Context: an optimization exercise on an open-source flow, tuned for small area and a short achievable clock period. The choices shown serve that exercise and are no tape-out recipe.
At most, simulation tests tie the RTL to the original design; equivalence was not proved.
Power and IR drop assume default switching activity.

==> inputs of run B <==
// hb1dec
module hb1dec (
    input  wire        clk,
    input  wire        rst,         
    input  wire        in_valid,
    input  wire [31:0] in_data,
    output reg         out_valid,
    output reg  [31:0] out_data
);
==> flow/config.mk <==
export PLATFORM = sky130hd
export DESIGN_NAME = hb1dec
export DESIGN_NICKNAME = hb1dec
export VERILOG_FILES = /design/flow/design.v
export SDC_FILE = /design/flow/constraint.sdc
export NUM_CORES = 4
export LEC_CHECK = 0
export CAP_MARGIN = 20
export CORE_MARGIN = 2
export CORE_UTILIZATION = 60
export SLEW_MARGIN = 20
export SYNTH_HIERARCHICAL = 1
export SYNTH_MINIMUM_KEEP_SIZE = 0
==> flow/constraint.sdc <==
create_clock -name core_clock -period 18.0 [get_ports {clk}]
set_input_delay 3.6000 -clock core_clock [delete_from_list [all_inputs] [get_ports {clk}]]
set_output_delay 3.6000 -clock core_clock [all_outputs]
set_load 0.01 [all_outputs]
standard.sh (not shown) runs the stock make flow with config.mk's settings and CLKGATE_MAP_FILE= SYNTH_SCRIPT=/design/flow/synth_recipe.tcl, a recipe that flattens the netlist after the stock synthesis.
==> flow/flow/run.sh <==
#!/bin/bash
# The standard layout (the standard.sh), with the port buffers made of
# buf_2 cells instead of the cell buffer_ports picks by default, and clock
# tree synthesis without dummy loads.
set -euo pipefail
export BUFFER_PORTS_ARGS="-buffer_cell sky130_fd_sc_hd__buf_2"
export CTS_ARGS="-sink_clustering_enable -repair_clock_nets -sink_clustering_size 24 -sink_clustering_max_diameter 100 -dont_use_dummy_load"
bash standard.sh > standard.log 2>&1
==> inputs of run E, as changes to run B <==
--- a/flow/design.v
+++ b/flow/design.v
@@ -4,12 +4,10 @@
     input  wire        in_valid,
     input  wire [31:0] in_data,
     output reg         out_valid,
     output reg  [31:0] out_data
 );
-    reg        iv;
-    reg [15:0] dlo, dhi;
     reg [15:0] hreg;     
     reg        phase;    
     reg        a1;       
     reg        ea1;      
     reg        b1;       
@@ -17,69 +15,101 @@
     reg        c2, c3, c4;
     reg        c2k;      
     reg        nc2k;     
     reg        nnb;      
     reg  [9:0] vo;       
-    wire oacc = iv & phase;
-    wire eacc = iv & ~phase;
+    wire oacc = in_valid & phase;
+    wire eacc = in_valid & ~phase;
+    reg        ph1, ph2, ph3;            
+    reg        a1g1, a1g2, a1g3, ea1g1, ea1g2, ea1g3;
+    wire       og1 = in_valid & ph1,  eg1 = in_valid & ~ph1;
+    wire       og2 = in_valid & ~ph2, eg2 = in_valid & ph2;
+    wire       og3 = in_valid & ~ph3, eg3 = in_valid & ph3;
+    always @(posedge clk) begin
+        if (rst) begin
+            ph1 <= 1'b0; ph2 <= 1'b1; ph3 <= 1'b1;
+            a1g1 <= 1'b0; a1g2 <= 1'b0; a1g3 <= 1'b0;
+            ea1g1 <= 1'b0; ea1g2 <= 1'b0; ea1g3 <= 1'b0;
+        end else begin
+            ph1 <= ph1 ^ in_valid;
+            if (in_valid) ph2 <= ~ph2;
+            ph3 <= ph3 ^ in_valid;
+            a1g1 <= og1; a1g2 <= og2; a1g3 <= og3;
+            ea1g1 <= eg1; ea1g2 <= eg2; ea1g3 <= eg3;
+        end
+    end
     always @(posedge clk) begin
         c2k  <= b1;
         nc2k <= ~b1;
         nnb  <= nb1;
-        dlo  <= in_data[15:0];
-        dhi  <= in_data[31:16];
-        hreg <= dhi;
+        hreg <= in_data[31:16];
         if (rst) begin
-            iv <= 1'b0;
             phase <= 1'b0;
             a1 <= 1'b0; ea1 <= 1'b0; b1 <= 1'b0; nb1 <= 1'b1;
             c2 <= 1'b0; c3 <= 1'b0; c4 <= 1'b0;
             out_valid <= 1'b0;
             vo <= 10'd0;
         end else begin
-            iv <= in_valid;
-            if (iv) phase <= ~phase;
+            if (in_valid) phase <= ~phase;
             a1 <= oacc; ea1 <= eacc; b1 <= a1; nb1 <= ~a1;
             c2 <= b1; c3 <= c2; c4 <= c3;
             out_valid <= c4;
             if (oacc) vo <= {vo[8:0], 1'b1};
         end
     end
     reg [15:0] os0, os1, os2, os3, os4, os5, os6, os7, os8, os9, os10, os11, os12, os13, os14, os15, os16, os17, os18;
     always @(posedge clk)
         if (oacc | a1) begin
-            os0 <= a1 ? hreg : dlo;
+            os0 <= a1 ? hreg : in_data[15:0];
             os1 <= os0;
             os2 <= os1;
             os3 <= os2;
             os4 <= os3;
+        end
+    always @(posedge clk)
+        if (og1 | a1g1) begin
             os5 <= os4;
             os6 <= os5;
             os7 <= os6;
             os8 <= os7;
             os9 <= os8;
+        end
+    always @(posedge clk)
+        if (og2 | a1g2) begin
             os10 <= os9;
             os11 <= os10;
             os12 <= os11;
             os13 <= os12;
             os14 <= os13;
+        end
+    always @(posedge clk)
+        if (og3 | a1g3) begin
             os15 <= os14;
             os16 <= os15;
             os17 <= os16;
             os18 <= os17;
         end
     reg [15:0] es0, es1, es2, es3, es4, es5, es6, es7, es8, es9;
     always @(posedge clk)
         if (eacc | ea1) begin
-            es0 <= ea1 ? hreg : dlo;
+            es0 <= ea1 ? hreg : in_data[15:0];
             es1 <= es0;
             es2 <= es1;
+        end
+    always @(posedge clk)
+        if (eg1 | ea1g1) begin
             es3 <= es2;
             es4 <= es3;
             es5 <= es4;
+        end
+    always @(posedge clk)
+        if (eg2 | ea1g2) begin
             es6 <= es5;
             es7 <= es6;
+        end
+    always @(posedge clk)
+        if (eg3 | ea1g3) begin
             es8 <= es7;
             es9 <= es8;
         end
     wire [15:0] wan0 = ~(os0 & {16{vo[0]}});
     wire [15:0] wbn0 = ~(os18 & {16{vo[9]}});
@@ -93,17 +123,17 @@
     hb1dec_fa u_pa0_1 (.a(wan0[1]), .b(wbn0[1]), .c(pkn0[1]), .s(psn0[1]), .co(pkn0[2]));
     hb1dec_fa u_pa0_2 (.a(wan0[2]), .b(wbn0[2]), .c(pkn0[2]), .s(psn0[2]), .co(pkn0[3]));
     hb1dec_fa u_pa0_3 (.a(wan0[3]), .b(wbn0[3]), .c(pkn0[3]), .s(psn0[3]), .co(pkn0[4]));
     hb1dec_fa u_pa0_4 (.a(wan0[4]), .b(wbn0[4]), .c(pkn0[4]), .s(psn0[4]), .co(pkn0[5]));
     hb1dec_fa u_pa0_5 (.a(wan0[5]), .b(wbn0[5]), .c(pkn0[5]), .s(psn0[5]), .co(pkn0[6]));
-    hb1dec_han u_pa0_6 (.a(wan0[6]), .b(wbn0[6]), .s(psn0[6]), .co(pkn0[7]));
+    hb1dec_fa u_pa0_6 (.a(wan0[6]), .b(wbn0[6]), .c(1'b1), .s(psn0[6]), .co(pkn0[7]));
     hb1dec_fa u_pa0_7 (.a(wan0[7]), .b(wbn0[7]), .c(pkn0[7]), .s(psn0[7]), .co(pkn0[8]));
     hb1dec_fa u_pa0_8 (.a(wan0[8]), .b(wbn0[8]), .c(pkn0[8]), .s(psn0[8]), .co(pkn0[9]));
     hb1dec_fa u_pa0_9 (.a(wan0[9]), .b(wbn0[9]), .c(pkn0[9]), .s(psn0[9]), .co(pkn0[10]));
     hb1dec_fa u_pa0_10 (.a(wan0[10]), .b(wbn0[10]), .c(pkn0[10]), .s(psn0[10]), .co(pkn0[11]));
     hb1dec_fa u_pa0_11 (.a(wan0[11]), .b(wbn0[11]), .c(pkn0[11]), .s(psn0[11]), .co(pkn0[12]));
-    hb1dec_han u_pa0_12 (.a(wan0[12]), .b(wbn0[12]), .s(psn0[12]), .co(pkn0[13]));
+    hb1dec_fa u_pa0_12 (.a(wan0[12]), .b(wbn0[12]), .c(1'b1), .s(psn0[12]), .co(pkn0[13]));
     hb1dec_fa u_pa0_13 (.a(wan0[13]), .b(wbn0[13]), .c(pkn0[13]), .s(psn0[13]), .co(pkn0[14]));
     hb1dec_fa u_pa0_14 (.a(wan0[14]), .b(wbn0[14]), .c(pkn0[14]), .s(psn0[14]), .co(pkn0[15]));
     hb1dec_fa u_pa0_15 (.a(wan0[15]), .b(wbn0[15]), .c(pkn0[15]), .s(psn0[15]), .co(pkn0[16]));
     hb1dec_fa u_pa0_16 (.a(~b1 | wan0[15]), .b(~b1 | wbn0[15]), .c(pkn0[16]), .s(psn0[16]), .co(pkn0[17]));
     wire [15:0] wan1 = ~(os2 & {16{vo[1]}});
@@ -118,17 +148,17 @@
     hb1dec_fa u_pa1_1 (.a(wan1[1]), .b(wbn1[1]), .c(pkn1[1]), .s(psn1[1]), .co(pkn1[2]));
     hb1dec_fa u_pa1_2 (.a(wan1[2]), .b(wbn1[2]), .c(pkn1[2]), .s(psn1[2]), .co(pkn1[3]));
     hb1dec_fa u_pa1_3 (.a(wan1[3]), .b(wbn1[3]), .c(pkn1[3]), .s(psn1[3]), .co(pkn1[4]));
     hb1dec_fa u_pa1_4 (.a(wan1[4]), .b(wbn1[4]), .c(pkn1[4]), .s(psn1[4]), .co(pkn1[5]));
     hb1dec_fa u_pa1_5 (.a(wan1[5]), .b(wbn1[5]), .c(pkn1[5]), .s(psn1[5]), .co(pkn1[6]));
-    hb1dec_han u_pa1_6 (.a(wan1[6]), .b(wbn1[6]), .s(psn1[6]), .co(pkn1[7]));
+    hb1dec_fa u_pa1_6 (.a(wan1[6]), .b(wbn1[6]), .c(1'b1), .s(psn1[6]), .co(pkn1[7]));
     hb1dec_fa u_pa1_7 (.a(wan1[7]), .b(wbn1[7]), .c(pkn1[7]), .s(psn1[7]), .co(pkn1[8]));
     hb1dec_fa u_pa1_8 (.a(wan1[8]), .b(wbn1[8]), .c(pkn1[8]), .s(psn1[8]), .co(pkn1[9]));
     hb1dec_fa u_pa1_9 (.a(wan1[9]), .b(wbn1[9]), .c(pkn1[9]), .s(psn1[9]), .co(pkn1[10]));
     hb1dec_fa u_pa1_10 (.a(wan1[10]), .b(wbn1[10]), .c(pkn1[10]), .s(psn1[10]), .co(pkn1[11]));
     hb1dec_fa u_pa1_11 (.a(wan1[11]), .b(wbn1[11]), .c(pkn1[11]), .s(psn1[11]), .co(pkn1[12]));
-    hb1dec_han u_pa1_12 (.a(wan1[12]), .b(wbn1[12]), .s(psn1[12]), .co(pkn1[13]));
+    hb1dec_fa u_pa1_12 (.a(wan1[12]), .b(wbn1[12]), .c(1'b1), .s(psn1[12]), .co(pkn1[13]));
     hb1dec_fa u_pa1_13 (.a(wan1[13]), .b(wbn1[13]), .c(pkn1[13]), .s(psn1[13]), .co(pkn1[14]));
     hb1dec_fa u_pa1_14 (.a(wan1[14]), .b(wbn1[14]), .c(pkn1[14]), .s(psn1[14]), .co(pkn1[15]));
     hb1dec_fa u_pa1_15 (.a(wan1[15]), .b(wbn1[15]), .c(pkn1[15]), .s(psn1[15]), .co(pkn1[16]));
     hb1dec_fa u_pa1_16 (.a(~b1 | wan1[15]), .b(~b1 | wbn1[15]), .c(pkn1[16]), .s(psn1[16]), .co(pkn1[17]));
     wire [15:0] wan2 = ~(os4 & {16{vo[2]}});
@@ -143,17 +173,17 @@
     hb1dec_fa u_pa2_1 (.a(wan2[1]), .b(wbn2[1]), .c(pkn2[1]), .s(psn2[1]), .co(pkn2[2]));
     hb1dec_fa u_pa2_2 (.a(wan2[2]), .b(wbn2[2]), .c(pkn2[2]), .s(psn2[2]), .co(pkn2[3]));
     hb1dec_fa u_pa2_3 (.a(wan2[3]), .b(wbn2[3]), .c(pkn2[3]), .s(psn2[3]), .co(pkn2[4]));
     hb1dec_fa u_pa2_4 (.a(wan2[4]), .b(wbn2[4]), .c(pkn2[4]), .s(psn2[4]), .co(pkn2[5]));
     hb1dec_fa u_pa2_5 (.a(wan2[5]), .b(wbn2[5]), .c(pkn2[5]), .s(psn2[5]), .co(pkn2[6]));
-    hb1dec_han u_pa2_6 (.a(wan2[6]), .b(wbn2[6]), .s(psn2[6]), .co(pkn2[7]));
+    hb1dec_fa u_pa2_6 (.a(wan2[6]), .b(wbn2[6]), .c(1'b1), .s(psn2[6]), .co(pkn2[7]));
     hb1dec_fa u_pa2_7 (.a(wan2[7]), .b(wbn2[7]), .c(pkn2[7]), .s(psn2[7]), .co(pkn2[8]));
     hb1dec_fa u_pa2_8 (.a(wan2[8]), .b(wbn2[8]), .c(pkn2[8]), .s(psn2[8]), .co(pkn2[9]));
     hb1dec_fa u_pa2_9 (.a(wan2[9]), .b(wbn2[9]), .c(pkn2[9]), .s(psn2[9]), .co(pkn2[10]));
     hb1dec_fa u_pa2_10 (.a(wan2[10]), .b(wbn2[10]), .c(pkn2[10]), .s(psn2[10]), .co(pkn2[11]));
     hb1dec_fa u_pa2_11 (.a(wan2[11]), .b(wbn2[11]), .c(pkn2[11]), .s(psn2[11]), .co(pkn2[12]));
-    hb1dec_han u_pa2_12 (.a(wan2[12]), .b(wbn2[12]), .s(psn2[12]), .co(pkn2[13]));
+    hb1dec_fa u_pa2_12 (.a(wan2[12]), .b(wbn2[12]), .c(1'b1), .s(psn2[12]), .co(pkn2[13]));
     hb1dec_fa u_pa2_13 (.a(wan2[13]), .b(wbn2[13]), .c(pkn2[13]), .s(psn2[13]), .co(pkn2[14]));
     hb1dec_fa u_pa2_14 (.a(wan2[14]), .b(wbn2[14]), .c(pkn2[14]), .s(psn2[14]), .co(pkn2[15]));
     hb1dec_fa u_pa2_15 (.a(wan2[15]), .b(wbn2[15]), .c(pkn2[15]), .s(psn2[15]), .co(pkn2[16]));
     hb1dec_fa u_pa2_16 (.a(~b1 | wan2[15]), .b(~b1 | wbn2[15]), .c(pkn2[16]), .s(psn2[16]), .co(pkn2[17]));
     wire [15:0] wan3 = ~(os6 & {16{vo[3]}});
@@ -168,17 +198,17 @@
     hb1dec_fa u_pa3_1 (.a(wan3[1]), .b(wbn3[1]), .c(pkn3[1]), .s(psn3[1]), .co(pkn3[2]));
     hb1dec_fa u_pa3_2 (.a(wan3[2]), .b(wbn3[2]), .c(pkn3[2]), .s(psn3[2]), .co(pkn3[3]));
     hb1dec_fa u_pa3_3 (.a(wan3[3]), .b(wbn3[3]), .c(pkn3[3]), .s(psn3[3]), .co(pkn3[4]));
     hb1dec_fa u_pa3_4 (.a(wan3[4]), .b(wbn3[4]), .c(pkn3[4]), .s(psn3[4]), .co(pkn3[5]));
     hb1dec_fa u_pa3_5 (.a(wan3[5]), .b(wbn3[5]), .c(pkn3[5]), .s(psn3[5]), .co(pkn3[6]));
-    hb1dec_han u_pa3_6 (.a(wan3[6]), .b(wbn3[6]), .s(psn3[6]), .co(pkn3[7]));
+    hb1dec_fa u_pa3_6 (.a(wan3[6]), .b(wbn3[6]), .c(1'b1), .s(psn3[6]), .co(pkn3[7]));
     hb1dec_fa u_pa3_7 (.a(wan3[7]), .b(wbn3[7]), .c(pkn3[7]), .s(psn3[7]), .co(pkn3[8]));
     hb1dec_fa u_pa3_8 (.a(wan3[8]), .b(wbn3[8]), .c(pkn3[8]), .s(psn3[8]), .co(pkn3[9]));
     hb1dec_fa u_pa3_9 (.a(wan3[9]), .b(wbn3[9]), .c(pkn3[9]), .s(psn3[9]), .co(pkn3[10]));
     hb1dec_fa u_pa3_10 (.a(wan3[10]), .b(wbn3[10]), .c(pkn3[10]), .s(psn3[10]), .co(pkn3[11]));
     hb1dec_fa u_pa3_11 (.a(wan3[11]), .b(wbn3[11]), .c(pkn3[11]), .s(psn3[11]), .co(pkn3[12]));
-    hb1dec_han u_pa3_12 (.a(wan3[12]), .b(wbn3[12]), .s(psn3[12]), .co(pkn3[13]));
+    hb1dec_fa u_pa3_12 (.a(wan3[12]), .b(wbn3[12]), .c(1'b1), .s(psn3[12]), .co(pkn3[13]));
     hb1dec_fa u_pa3_13 (.a(wan3[13]), .b(wbn3[13]), .c(pkn3[13]), .s(psn3[13]), .co(pkn3[14]));
     hb1dec_fa u_pa3_14 (.a(wan3[14]), .b(wbn3[14]), .c(pkn3[14]), .s(psn3[14]), .co(pkn3[15]));
     hb1dec_fa u_pa3_15 (.a(wan3[15]), .b(wbn3[15]), .c(pkn3[15]), .s(psn3[15]), .co(pkn3[16]));
     hb1dec_fa u_pa3_16 (.a(~b1 | wan3[15]), .b(~b1 | wbn3[15]), .c(pkn3[16]), .s(psn3[16]), .co(pkn3[17]));
     wire [15:0] wan4 = ~(os8 & {16{vo[4]}});
@@ -193,17 +223,17 @@
     hb1dec_fa u_pa4_1 (.a(wan4[1]), .b(wbn4[1]), .c(pkn4[1]), .s(psn4[1]), .co(pkn4[2]));
     hb1dec_fa u_pa4_2 (.a(wan4[2]), .b(wbn4[2]), .c(pkn4[2]), .s(psn4[2]), .co(pkn4[3]));
     hb1dec_fa u_pa4_3 (.a(wan4[3]), .b(wbn4[3]), .c(pkn4[3]), .s(psn4[3]), .co(pkn4[4]));
     hb1dec_fa u_pa4_4 (.a(wan4[4]), .b(wbn4[4]), .c(pkn4[4]), .s(psn4[4]), .co(pkn4[5]));
     hb1dec_fa u_pa4_5 (.a(wan4[5]), .b(wbn4[5]), .c(pkn4[5]), .s(psn4[5]), .co(pkn4[6]));
-    hb1dec_han u_pa4_6 (.a(wan4[6]), .b(wbn4[6]), .s(psn4[6]), .co(pkn4[7]));
+    hb1dec_fa u_pa4_6 (.a(wan4[6]), .b(wbn4[6]), .c(1'b1), .s(psn4[6]), .co(pkn4[7]));
     hb1dec_fa u_pa4_7 (.a(wan4[7]), .b(wbn4[7]), .c(pkn4[7]), .s(psn4[7]), .co(pkn4[8]));
     hb1dec_fa u_pa4_8 (.a(wan4[8]), .b(wbn4[8]), .c(pkn4[8]), .s(psn4[8]), .co(pkn4[9]));
     hb1dec_fa u_pa4_9 (.a(wan4[9]), .b(wbn4[9]), .c(pkn4[9]), .s(psn4[9]), .co(pkn4[10]));
     hb1dec_fa u_pa4_10 (.a(wan4[10]), .b(wbn4[10]), .c(pkn4[10]), .s(psn4[10]), .co(pkn4[11]));
     hb1dec_fa u_pa4_11 (.a(wan4[11]), .b(wbn4[11]), .c(pkn4[11]), .s(psn4[11]), .co(pkn4[12]));
-    hb1dec_han u_pa4_12 (.a(wan4[12]), .b(wbn4[12]), .s(psn4[12]), .co(pkn4[13]));
+    hb1dec_fa u_pa4_12 (.a(wan4[12]), .b(wbn4[12]), .c(1'b1), .s(psn4[12]), .co(pkn4[13]));
     hb1dec_fa u_pa4_13 (.a(wan4[13]), .b(wbn4[13]), .c(pkn4[13]), .s(psn4[13]), .co(pkn4[14]));
     hb1dec_fa u_pa4_14 (.a(wan4[14]), .b(wbn4[14]), .c(pkn4[14]), .s(psn4[14]), .co(pkn4[15]));
     hb1dec_fa u_pa4_15 (.a(wan4[15]), .b(wbn4[15]), .c(pkn4[15]), .s(psn4[15]), .co(pkn4[16]));
     hb1dec_fa u_pa4_16 (.a(~b1 | wan4[15]), .b(~b1 | wbn4[15]), .c(pkn4[16]), .s(psn4[16]), .co(pkn4[17]));
     wire [15:0] esel = ((a1 | ea1) ? es9 : es8) & {16{vo[4]}};
@@ -813,9 +843,5 @@
 endmodule
 module hb1dec_ha (input wire a, input wire b, output wire s, output wire co);
     assign s  = a ^ b;
     assign co = a & b;
 endmodule
-module hb1dec_han (input wire a, input wire b, output wire s, output wire co);
-    assign s  = ~(a ^ b);
-    assign co = a | b;
-endmodule
==> impl_results.md <==
* Pin count of the biggest net entering global routing at 81
* Vias per Instance at 5.886
* Critical Path Sink: os7[10]$_DFFE_PP_
* CP bufs+invs at 2
* Final #Nets at 3052
* Slew Limit Headroom at 0.2949
* Status: complete, no violations
* Hold endpoint: rx[32]$_DFF_P_
* Leakage at 12.84 nW
* Global Route Usage Sum at 0.2912
* DRT iter0 DRCs at 2006
(the above is from run E)
==> impl_results.md <==
* Status: complete, no violations
* Leakage at 12.62 nW
* First-pass DRT Iterations at 6
* DRT iter0 DRCs at 1717
* # Taps at 782
* Slew Limit Headroom at 0.2687
* Vias per Instance at 5.786
* Fin. Hold Viols at 0
* CP bufs+invs at 0
* Fraction of registers with async set/reset at 0
* Pin count of the biggest net entering global routing at 215
* Hold endpoint: hreg[3]$_DFF_P_
* Final #Nets at 3018
* Top Registers: rx: 34 flops, u: 34 flops, ry: 33 flops
* CP Class: register to register
(the above is from run B)
No functional check of the RTL was part of run E.

## separate check: timing with driven ports
The results above use ideal ports. As a check the final layouts listed here were re-extracted and re-timed, cells and wires unchanged.
Step 1: set_driving_cell puts a clkbuf_16 on clk and a buf_2 on each other input, an assumption about the parent block.
Step 2 moves the port delays by t, midway between the first and last clock arrival at a register: inputs arrive t later, outputs are due t later. That takes back most of the time a late clock gives input paths.
Slacks: ideal / step 1 / step 2; pairs: ideal / step 1.
run | shift t [ns] | slack for setup (ns) | worst slew at a driven data input, ns | pins driven straight from the clock port
run B | 0.628 | 13.261 / 13.261 / 13.261 | 0.04 | 1
run E | 0.634 | 13.181 / 13.223 / 12.589 | 0.04 | 1
After both steps every run listed still meets setup and hold. For run E, which loses most, drivers alone change the setup slack by +0.042 ns; drivers and shift together by -0.592 ns.
